This is an optimization exercise on Yosys and OpenROAD, whose aim is small area, not a production implementation.
Only simulation tests tie the RTL to the original design; equivalence was not proved.
Power is estimated from default activity; no workload was simulated.

## yx_cvt32
module yx_cvt32(clk, rst, in_valid, in_bits, in_code, in_ftz, in_sat, out_valid, out_bits, out_sat, out_flush);
  input clk;
  wire clk;
  input rst;
  wire rst;
  input in_valid;
  wire in_valid;
  input [31:0] in_bits;
  wire [31:0] in_bits;
  input [3:0] in_code;
  wire [3:0] in_code;
  input in_ftz;
  wire in_ftz;
  input in_sat;
  wire in_sat;
  output out_valid;
  reg out_valid;
  output [31:0] out_bits;
  reg [31:0] out_bits;
  output out_sat;
  reg out_sat;
  output out_flush;
  reg out_flush;
  wire _0000_;
  wire _0001_;
  wire _0002_;
  wire _0003_;
  wire _0004_;
  wire _0005_;
  wire _0006_;
  wire _0007_;
  wire _0008_;
  wire _0009_;
  wire _0010_;
  wire _0011_;
  wire _0012_;
  wire _0013_;
  wire _0014_;
  wire _0015_;
  wire _0016_;
  wire _0017_;
  wire _0018_;
  wire _0019_;
  wire _0020_;
  wire _0021_;
  wire _0022_;
  wire _0023_;
  wire _0024_;
  wire _0025_;
  wire _0026_;
  wire _0027_;
  wire _0028_;
  wire _0029_;
  wire _0030_;
  wire _0031_;
  wire _0032_;
  wire _0033_;
  wire _0034_;
  wire _0035_;
  wire _0036_;
  wire _0037_;
  wire _0038_;
  wire _0039_;
  wire _0040_;
  wire _0041_;
  wire _0042_;
  wire _0043_;
  wire _0044_;
  wire _0045_;
  wire _0046_;
  wire _0047_;
  wire _0048_;
  wire _0049_;
  wire _0050_;
  wire _0051_;
  wire _0052_;
  wire _0053_;
  wire _0054_;
  wire _0055_;
  wire _0056_;
  wire _0057_;
  wire _0058_;
  wire _0059_;
  wire _0060_;
  wire _0061_;
  wire _0062_;
  wire _0063_;
  wire _0064_;
  wire _0065_;
  wire _0066_;
  wire _0067_;
  wire _0068_;
  wire _0069_;
  wire _0070_;
  wire _0071_;
  wire _0072_;
  wire _0073_;
  wire _0074_;
  wire _0075_;
  wire _0076_;
  wire _0077_;
  wire _0078_;
  wire _0079_;
  wire _0080_;
  wire _0081_;
  wire _0082_;
  wire _0083_;
  wire _0084_;
  ...
clock: 16.0 ns
lec_check: 0
abc_area: 1
cap_margin: 20
core_margin: 2
core_utilization: 40
cts_buf_list: sky130_fd_sc_hd__clkbuf_8
slew_margin: 20
standard.sh (not shown) runs the stock make flow with config.mk's settings and CLKGATE_MAP_FILE= SYNTH_SCRIPT=/design/flow/synth_recipe.tcl, a recipe that flattens the netlist after the stock synthesis.
==> flow/flow/run.sh <==
#!/bin/bash
# The standard layout (bash standard.sh, the standard flow's own ORFS run) with these
# changes to how cells are chosen:
#  - the smallest buffer on every input and output port, not the one ORFS picks;
#  - the buffers ABC put in at synthesis are removed at floorplan (ORFS's
#    REMOVE_ABC_BUFFERS) instead of a timing repair there;
#  - after floorplan, flow/post_floorplan.tcl re-maps the combinational logic
#    for area (OpenROAD's restructure) and swaps any cell still sized up for
#    the smallest of the same function; the later repair steps size up again
#    wherever slew or timing needs it.
# Each tool's full output stays in orfs/logs/; make's own output goes to make.log.
set -euo pipefail
here=$(pwd)
export BUFFER_PORTS_ARGS="-buffer_cell sky130_fd_sc_hd__buf_1"
export REMOVE_ABC_BUFFERS=1
export POST_FLOORPLAN_TCL="$here/flow/post_floorplan.tcl"
bash standard.sh > make.log 2>&1
Other scripts of this flow, unchanged in this note and not shown: flow/flow/downsize.tcl, flow/flow/filter_lib.py, flow/flow/post_floorplan.tcl
The baseline passed the timing, design-rule and antenna checks.
Change:
Settings changed: GPL_TIMING_DRIVEN from default to 0.
Synthesized area stays the same.
Setup slack degrades by 0.21 ns.
Routed wire length went down by 6.0%.
Die area stays the same.
Via count came out lower by 6.4%.
Non-clock buffer count shrinks by 69.
Count of clock-buffer cells in the layout went down by 2.
Total power decreases by 4.2%.
Clock power shrinks by 15%.
Worst hold slack hardly moves.
Synthesized cell count stays the same.
Change:
Settings changed: CTS_BUF_LIST sky130_fd_sc_hd__clkbuf_8 to sky130_fd_sc_hd__clkbuf_16, CTS_CLUSTER_DIAMETER from default to 500, CTS_CLUSTER_SIZE from default to 40, GPL_TIMING_DRIVEN 0 to default.
What happened:
- sequential share of layout area decreases by 0.86 points
- global-route usage increases by 1.6 points
- area after synthesis stays the same
- fmax increases slightly
- power increases by roughly a tenth

yx_cvt32, a different RTL version from the one above (not shown whole).
For scale: ~880 cells after synthesis, about 76 I/O pins, about 5100 um^2 of cells after synthesis.
## yx_cvt32
module yx_cvt32(clk, rst, in_valid, in_bits, in_code, in_ftz, in_sat, out_valid, out_bits, out_sat, out_flush);
==> flow/config.mk <==
export PLATFORM = sky130hd
export DESIGN_NAME = yx_cvt32
export DESIGN_NICKNAME = yx_cvt32
export VERILOG_FILES = /design/flow/design.v
export SDC_FILE = /design/flow/constraint.sdc
export NUM_CORES = 4
export LEC_CHECK = 0
export ABC_AREA = 1
export CAP_MARGIN = 10
export CORE_MARGIN = 2
export CORE_UTILIZATION = 65
export CTS_BUF_LIST = sky130_fd_sc_hd__clkbuf_8
export GPL_TIMING_DRIVEN = 0
export PLACE_DENSITY = 0.8
export SLEW_MARGIN = 10
==> flow/constraint.sdc <==
create_clock -name core_clock -period 16.0 [get_ports {clk}]
set_input_delay 3.2000 -clock core_clock [delete_from_list [all_inputs] [get_ports {clk}]]
set_output_delay 3.2000 -clock core_clock [all_outputs]
set_load 0.01 [all_outputs]
==> flow/flow/run.sh <==
#!/bin/bash
# The standard layout (bash standard.sh, the standard flow's own ORFS run) with these
# changes to how cells are chosen:
#  - the smallest buffer on every input and output port, not the one ORFS picks;
#  - the buffers ABC put in at synthesis are removed at floorplan (ORFS's
#    REMOVE_ABC_BUFFERS) instead of a timing repair there;
#  - after floorplan, flow/post_floorplan.tcl re-maps the combinational logic
#    for area (OpenROAD's restructure) and swaps any cell still sized up for
#    the smallest of the same function; the later repair steps size up again
#    wherever slew or timing needs it.
# Each tool's full output stays in orfs/logs/; make's own output goes to make.log.
set -euo pipefail
here=$(pwd)
export BUFFER_PORTS_ARGS="-buffer_cell sky130_fd_sc_hd__buf_1"
export REMOVE_ABC_BUFFERS=1
export POST_FLOORPLAN_TCL="$here/flow/post_floorplan.tcl"
# CTS as ORFS runs it, without the dummy loads it adds to balance the tree
export CTS_ARGS="-sink_clustering_enable -repair_clock_nets -buf_list sky130_fd_sc_hd__clkbuf_8 -dont_use_dummy_load"
bash standard.sh > make.log 2>&1
Other scripts of this flow, unchanged in this note and not shown: flow/flow/downsize.tcl, flow/flow/filter_lib.py, flow/flow/post_floorplan.tcl
Next try:
CORE_UTILIZATION = 40   (was 65)
PLACE_DENSITY = unset   (was 0.8)
Hold slack gains 0.017 ns.
Routed wire length came out lower by 7.9%.
Cell area went up by 2.9%.
Maximum frequency goes up by 2.9%.
Count of clock-buffer cells in the layout is unchanged.

yx_cvt32, a different RTL version from the one above (not shown whole).
Size: ~900 cells after synthesis, roughly 35 flip-flops, ~5200 µm² of cells after synthesis.
Design yx_cvt32, start of the top module:
module yx_cvt32(clk, rst, in_valid, in_bits, in_code, in_ftz, in_sat, out_valid, out_bits, out_sat, out_flush);
  input clk;
  wire clk;
  input rst;
  wire rst;
  input in_valid;
  wire in_valid;
  input [31:0] in_bits;
  wire [31:0] in_bits;
  input [3:0] in_code;
  wire [3:0] in_code;
  input in_ftz;
  wire in_ftz;
  input in_sat;
  wire in_sat;
  output out_valid;
  reg out_valid;
  output [31:0] out_bits;
  reg [31:0] out_bits;
  output out_sat;
  reg out_sat;
  output out_flush;
  reg out_flush;
  wire _0000_;
  wire _0001_;
  wire _0002_;
  wire _0003_;
  wire _0004_;
  wire _0005_;
  wire _0006_;
  wire _0007_;
  wire _0008_;
  wire _0009_;
  wire _0010_;
  wire _0011_;
  wire _0012_;
  wire _0013_;
  wire _0014_;
  wire _0015_;
  wire _0016_;
  wire _0017_;
  wire _0018_;
  wire _0019_;
  wire _0020_;
  wire _0021_;
  wire _0022_;
  wire _0023_;
  wire _0024_;
  wire _0025_;
  wire _0026_;
  wire _0027_;
  wire _0028_;
  wire _0029_;
  wire _0030_;
  wire _0031_;
  wire _0032_;
  wire _0033_;
  wire _0034_;
  wire _0035_;
  wire _0036_;
  wire _0037_;
  wire _0038_;
  wire _0039_;
  wire _0040_;
  wire _0041_;
  wire _0042_;
  wire _0043_;
  wire _0044_;
  wire _0045_;
  wire _0046_;
  wire _0047_;
  wire _0048_;
  wire _0049_;
  wire _0050_;
  wire _0051_;
  wire _0052_;
  wire _0053_;
  wire _0054_;
  wire _0055_;
  wire _0056_;
  wire _0057_;
  wire _0058_;
  wire _0059_;
  wire _0060_;
  wire _0061_;
  wire _0062_;
  wire _0063_;
  wire _0064_;
  wire _0065_;
  wire _0066_;
  wire _0067_;
  wire _0068_;
  wire _0069_;
  wire _0070_;
  wire _0071_;
  wire _0072_;
  wire _0073_;
  wire _0074_;
  wire _0075_;
  wire _0076_;
  wire _0077_;
  wire _0078_;
  wire _0079_;
  wire _0080_;
  wire _0081_;
  wire _0082_;
  wire _0083_;
  wire _0084_;
  wire _0085_;
  wire _0086_;
  wire _0087_;
  wire _0088_;
  wire _0089_;
  wire _0090_;
  wire _0091_;
  wire _0092_;
  wire _0093_;
  wire _0094_;
  wire _0095_;
  wire _0096_;
  wire _0097_;
  wire _0098_;
  wire _0099_;
  wire _0100_;
  wire _0101_;
  wire _0102_;
  wire _0103_;
  wire _0104_;
  wire _0105_;
  wire _0106_;
  wire _0107_;
  wire _0108_;
  wire _0109_;
  wire _0110_;
  wire _0111_;
  wire _0112_;
  wire _0113_;
  ...
==> flow/config.mk <==
export PLATFORM = sky130hd
export DESIGN_NAME = yx_cvt32
export DESIGN_NICKNAME = yx_cvt32
export VERILOG_FILES = /design/flow/design.v
export SDC_FILE = /design/flow/constraint.sdc
export NUM_CORES = 4
export LEC_CHECK = 0
export ABC_AREA = 1
export CAP_MARGIN = 20
export CORE_MARGIN = 2
export CORE_UTILIZATION = 40
export CTS_BUF_LIST = sky130_fd_sc_hd__clkbuf_8
export GPL_TIMING_DRIVEN = 0
export SLEW_MARGIN = 20
==> flow/constraint.sdc <==
create_clock -name core_clock -period 16.0 [get_ports {clk}]
set_input_delay 3.2000 -clock core_clock [delete_from_list [all_inputs] [get_ports {clk}]]
set_output_delay 3.2000 -clock core_clock [all_outputs]
set_load 0.01 [all_outputs]
==> flow/flow/run.sh <==
#!/bin/bash
# The standard layout (bash standard.sh, the standard flow's own ORFS run) with these
# changes to how cells are chosen:
#  - the smallest buffer on every input and output port, not the one ORFS picks;
#  - the buffers ABC put in at synthesis are removed at floorplan (ORFS's
#    REMOVE_ABC_BUFFERS) instead of a timing repair there;
#  - after floorplan, flow/post_floorplan.tcl re-maps the combinational logic
#    for area (OpenROAD's restructure) and swaps any cell still sized up for
#    the smallest of the same function; the later repair steps size up again
#    wherever slew or timing needs it.
# Each tool's full output stays in orfs/logs/; make's own output goes to make.log.
set -euo pipefail
here=$(pwd)
export BUFFER_PORTS_ARGS="-buffer_cell sky130_fd_sc_hd__buf_1"
export REMOVE_ABC_BUFFERS=1
export POST_FLOORPLAN_TCL="$here/flow/post_floorplan.tcl"
bash standard.sh > make.log 2>&1
Other scripts of this flow, unchanged in this note and not shown: flow/flow/downsize.tcl, flow/flow/filter_lib.py, flow/flow/post_floorplan.tcl
The baseline completed with no timing, DRC or antenna violations.
Rerun with:
--- a/flow/flow/run.sh
+++ b/flow/flow/run.sh
@@ -16,0 +17,2 @@
+# CTS as ORFS runs it, without the dummy loads it adds to balance the tree
+export CTS_ARGS="-sink_clustering_enable -repair_clock_nets -buf_list sky130_fd_sc_hd__clkbuf_8 -dont_use_dummy_load"
CAP_MARGIN = 10   (was 20)
CORE_UTILIZATION = 65   (was 40)
PLACE_DENSITY = 0.8   (was unset)
SLEW_MARGIN = 10   (was 20)
Critical path depth stays the same; sequential power is about the same; clock-buffer cell count is unchanged; wire length goes up by 2.8%; design area goes down by 2.8%; worst setup slack is worse by 160 ps; sequential cell count does not change.
Rerun with:
CORE_UTILIZATION = 40   (was 65)
PLACE_DENSITY = unset   (was 0.8)
Effect:
- design area increases by about 2%
- routed wire length decreases by 2.9%
- die area increases by about 60%
- non-clock buffer count stays the same
- area after synthesis does not change
- utilization decreases by 21 points
- hold slack improves by 7.0 ps

Another version of the RTL of yx_cvt32 (not shown whole).
For scale: about 940 cells after synthesis, ~35 flip-flops.
clock: 16.0 ns
lec_check: 0
abc_area: 1
cap_margin: 20
core_margin: 2
core_utilization: 40
cts_buf_list: sky130_fd_sc_hd__clkbuf_4
slew_margin: 20
==> flow/flow/run.sh <==
#!/bin/bash
# The standard layout, with the smallest buffer on every input and output port
# instead of the one ORFS picks. Each tool's full output stays in orfs/logs/;
# make's own output goes to make.log here.
set -euo pipefail
export BUFFER_PORTS_ARGS="-buffer_cell sky130_fd_sc_hd__buf_1"
bash standard.sh > make.log 2>&1
The starting point ran to the end with no violations.
Rerun with:
==> flow/flow/run.sh (replaced) <==
#!/bin/bash
# The standard layout (bash standard.sh, the standard flow's own ORFS run) with three
# changes to how cells are chosen:
#  - the smallest buffer on every input and output port, not the one ORFS picks;
#  - the buffers ABC put in at synthesis are removed at floorplan (ORFS's
#    REMOVE_ABC_BUFFERS) instead of a timing repair there;
#  - after floorplan, flow/downsize.tcl swaps the cells ABC sized up for the
#    smallest cell of the same function; the later repair steps size up again
#    wherever slew or timing needs it.
# Each tool's full output stays in orfs/logs/; make's own output goes to make.log.
set -euo pipefail
here=$(pwd)
export BUFFER_PORTS_ARGS="-buffer_cell sky130_fd_sc_hd__buf_1"
export REMOVE_ABC_BUFFERS=1
export POST_FLOORPLAN_TCL="$here/flow/downsize.tcl"
bash standard.sh > make.log 2>&1
==> flow/flow/downsize.tcl (new file) <==
# Swap each combinational cell that synthesis sized up for the smallest cell
# of the same function (same name up to the drive-strength suffix) that the
# flow may use; the later repair steps size cells up again where timing or
# slew needs it. Registers, tie cells and tap cells are left alone.
set block [ord::get_db_block]
set db [ord::get_db]
set dont_use {}
if { [info exists ::env(DONT_USE_CELLS)] } { set dont_use $::env(DONT_USE_CELLS) }
array set best {}
foreach lib [$db getLibs] {
  foreach m [$lib getMasters] {
    set n [$m getName]
    if { ![regexp {^(sky130_fd_sc_hd__[a-z0-9]+)_([0-9]+)$} $n -> base drv] } { continue }
    if { [lsearch -exact $dont_use $n] >= 0 } { continue }
    if { [llength [get_lib_cells */$n]] == 0 } { continue }
    set a [expr { [$m getWidth] * [$m getHeight] }]
    if { ![info exists best($base)] || $a < [lindex $best($base) 1] } {
      set best($base) [list $n $a]
    }
  }
}
set swapped 0
foreach inst [$block getInsts] {
  set n [[$inst getMaster] getName]
  if { ![regexp {^(sky130_fd_sc_hd__[a-z0-9]+)_([0-9]+)$} $n -> base drv] } { continue }
  if { [regexp {__(df|dl|sdf|conb|tap|fill|decap|diode|clk)} $n] } { continue }
  if { ![info exists best($base)] } { continue }
  set to [lindex $best($base) 0]
  if { $to ne $n } {
    replace_cell [$inst getName] $to
    incr swapped
  }
}
puts "downsize: swapped $swapped cells for smaller ones of the same function"
The changed run ran to the end with no violations.
Sequential share of layout area is higher by 0.55 points.
First-iteration DRC count came out higher by about 44%.
Non-clock buffer count increases by 4.
Global-route usage came out lower by 1.4 points.
Final area shrinks by 4.3%.
Rerun with:
--- a/flow/flow/run.sh
+++ b/flow/flow/run.sh
@@ -2 +2 @@
-# The standard layout (bash standard.sh, the standard flow's own ORFS run) with three
+# The standard layout (bash standard.sh, the standard flow's own ORFS run) with these
@@ -7,2 +7,3 @@
-#  - after floorplan, flow/downsize.tcl swaps the cells ABC sized up for the
-#    smallest cell of the same function; the later repair steps size up again
+#  - after floorplan, flow/post_floorplan.tcl re-maps the combinational logic
+#    for area (OpenROAD's restructure) and swaps any cell still sized up for
+#    the smallest of the same function; the later repair steps size up again
@@ -15 +16 @@
-export POST_FLOORPLAN_TCL="$here/flow/downsize.tcl"
+export POST_FLOORPLAN_TCL="$here/flow/post_floorplan.tcl"
==> flow/flow/post_floorplan.tcl (new file) <==
# Runs after ORFS's floorplan step (POST_FLOORPLAN_TCL). It only changes which
# cells implement the combinational logic; registers, ports and constraints
# stay as the standard synthesis left them.
#  1. remove the buffers ABC put in at synthesis;
#  2. re-map the combinational logic for area with OpenROAD's restructure
#     (ABC inside OpenROAD), which also checks the result against timing;
#  3. swap any cell that is still sized up for the smallest cell of the same
#     function (flow/downsize.tcl); later repair steps size up where needed.
remove_buffers
set rmp_dir [file join [pwd] rmp_work]
file mkdir $rmp_dir
set lib_file [lindex $::env(LIB_FILES) 0]
set tielo [lindex $::env(TIELO_CELL_AND_PORT) 0]/[lindex $::env(TIELO_CELL_AND_PORT) 1]
set tiehi [lindex $::env(TIEHI_CELL_AND_PORT) 0]/[lindex $::env(TIEHI_CELL_AND_PORT) 1]
report_design_area
restructure -target area -liberty_file $lib_file -tielo_port $tielo -tiehi_port $tiehi \
  -work_dir $rmp_dir -abc_logfile [file join $rmp_dir abc.log]
report_design_area
source [file join [file dirname [info script]] downsize.tcl]
report_design_area
This time the run died in 2_1_floorplan.
Synthesized cell count stays the same.
Area after synthesis is unchanged.
Rerun with:
==> flow/flow/filter_lib.py (new file) <==
#!/usr/bin/env python3
"""Copy a Liberty file without the cells named on the command line, so that
OpenROAD's restructure (which maps with ABC straight from a Liberty file and
does not read set_dont_use) cannot pick cells the platform marks don't-use.
usage: filter_lib.py in.lib out.lib cell [cell ...]"""
import re
import sys

src, dst, drop = sys.argv[1], sys.argv[2], set(sys.argv[3:])
cell_re = re.compile(r'^\s*cell\s*\(\s*"?([^")\s]+)"?\s*\)\s*\{')
skipping, depth = False, 0
with open(src) as fin, open(dst, "w") as fout:
    for line in fin:
        if not skipping:
            m = cell_re.match(line)
            if m and m.group(1) in drop:
                skipping, depth = True, 0
        if skipping:
            depth += line.count("{") - line.count("}")
            if depth <= 0:
                skipping = False
            continue
        fout.write(line)
--- a/flow/flow/post_floorplan.tcl
+++ b/flow/flow/post_floorplan.tcl
@@ -10 +10 @@
-set rmp_dir [file join [pwd] rmp_work]
+set rmp_dir [file join $::env(OBJECTS_DIR) rmp_work]
@@ -12 +12,5 @@
-set lib_file [lindex $::env(LIB_FILES) 0]
+# restructure maps from a Liberty file and ignores set_dont_use: give it a
+# copy of the library without the don't-use cells.
+set lib_file [file join $rmp_dir rmp.lib]
+exec python3 [file join [file dirname [info script]] filter_lib.py] \
+  [lindex $::env(LIB_FILES) 0] $lib_file {*}$::env(DONT_USE_CELLS)
Settings changed: CTS_BUF_LIST sky130_fd_sc_hd__clkbuf_4 to sky130_fd_sc_hd__clkbuf_8, GPL_TIMING_DRIVEN set to 0.
Result: The changed run produced a clean layout. Area after synthesis is unchanged. Synthesized cell count is unchanged.
Rerun with:
Settings changed: CAP_MARGIN 20 to 5, CTS_CLUSTER_DIAMETER set to 100, CTS_CLUSTER_SIZE set to 20, SLEW_MARGIN 20 to 5.
Result: The changed run finished clean. Hold slack loses 0.0092 ns. Die area does not change. Global-route usage rose by 0.10 points. Clock-buffer cell count does not change.

==> afterwards: timing with drivers on the ports <==
In the flow no input, the clock included, has a driving cell. The finished layouts below were timed again as built, in two steps.
Step 1 sets driving cells, clkbuf_16 on the clock port and buf_2 on the other inputs (assumed; they add their load-dependent delay and slew).
Step 2 moves the port delays by t, midway between the first and last clock arrival at a register: inputs arrive t later, outputs are due t later. That takes back most of the time a late clock gives input paths.
a / b / c = ideal ports / drivers / drivers and shift; a / b = the first two.
run | shift t [ns] | slack for setup (ns) | worst setup path at the end | worst register clock-pin slew, ns | worst data-port slew with drivers (ns)
the first run of note 1 | 0.330 | 1.180 / 1.194 / 0.864 | input to register | 0.07 / 0.07 | 0.03
the second run of note 1 | 0.324 | 0.965 / 0.979 / 0.655 | input to register | 0.07 / 0.07 | 0.03
the third run of note 1 | 0.314 | 1.200 / 1.215 / 0.902 | input to register | 0.05 / 0.05 | 0.03
the first run of note 2 | 0.302 | 1.041 / 1.042 / 0.739 | input to register | 0.07 / 0.07 | 0.04
the second run of note 2 | 0.312 | 1.456 / 1.465 / 1.153 | input to register | 0.07 / 0.07 | 0.03
the first run of note 3 | 0.321 | 1.144 / 1.153 / 0.833 | input to register | 0.08 / 0.08 | 0.04
the second run of note 3 | 0.309 | 0.981 / 0.990 / 0.681 | input to register | 0.08 / 0.08 | 0.04
the third run of note 3 | 0.315 | 1.295 / 1.306 / 0.991 | input to register | 0.07 / 0.07 | 0.04
the first run of note 4 | 0.391 | 2.566 / 2.568 / 2.177 | input to register | 0.11 / 0.11 | 0.03
the second run of note 4 | 0.382 | 2.381 / 2.386 / 2.005 | input to register | 0.12 / 0.12 | 0.03
the fourth run of note 4 | 0.324 | 1.079 / 1.091 / 0.767 | input to register | 0.08 / 0.08 | 0.03
the fifth run of note 4 | 0.332 | 1.118 / 1.128 / 0.797 | input to register | 0.08 / 0.08 | 0.03
After both steps every run listed still meets setup and hold. For the first run of note 4, which loses most, drivers alone change the setup slack by +0.002 ns; drivers and shift together by -0.389 ns.
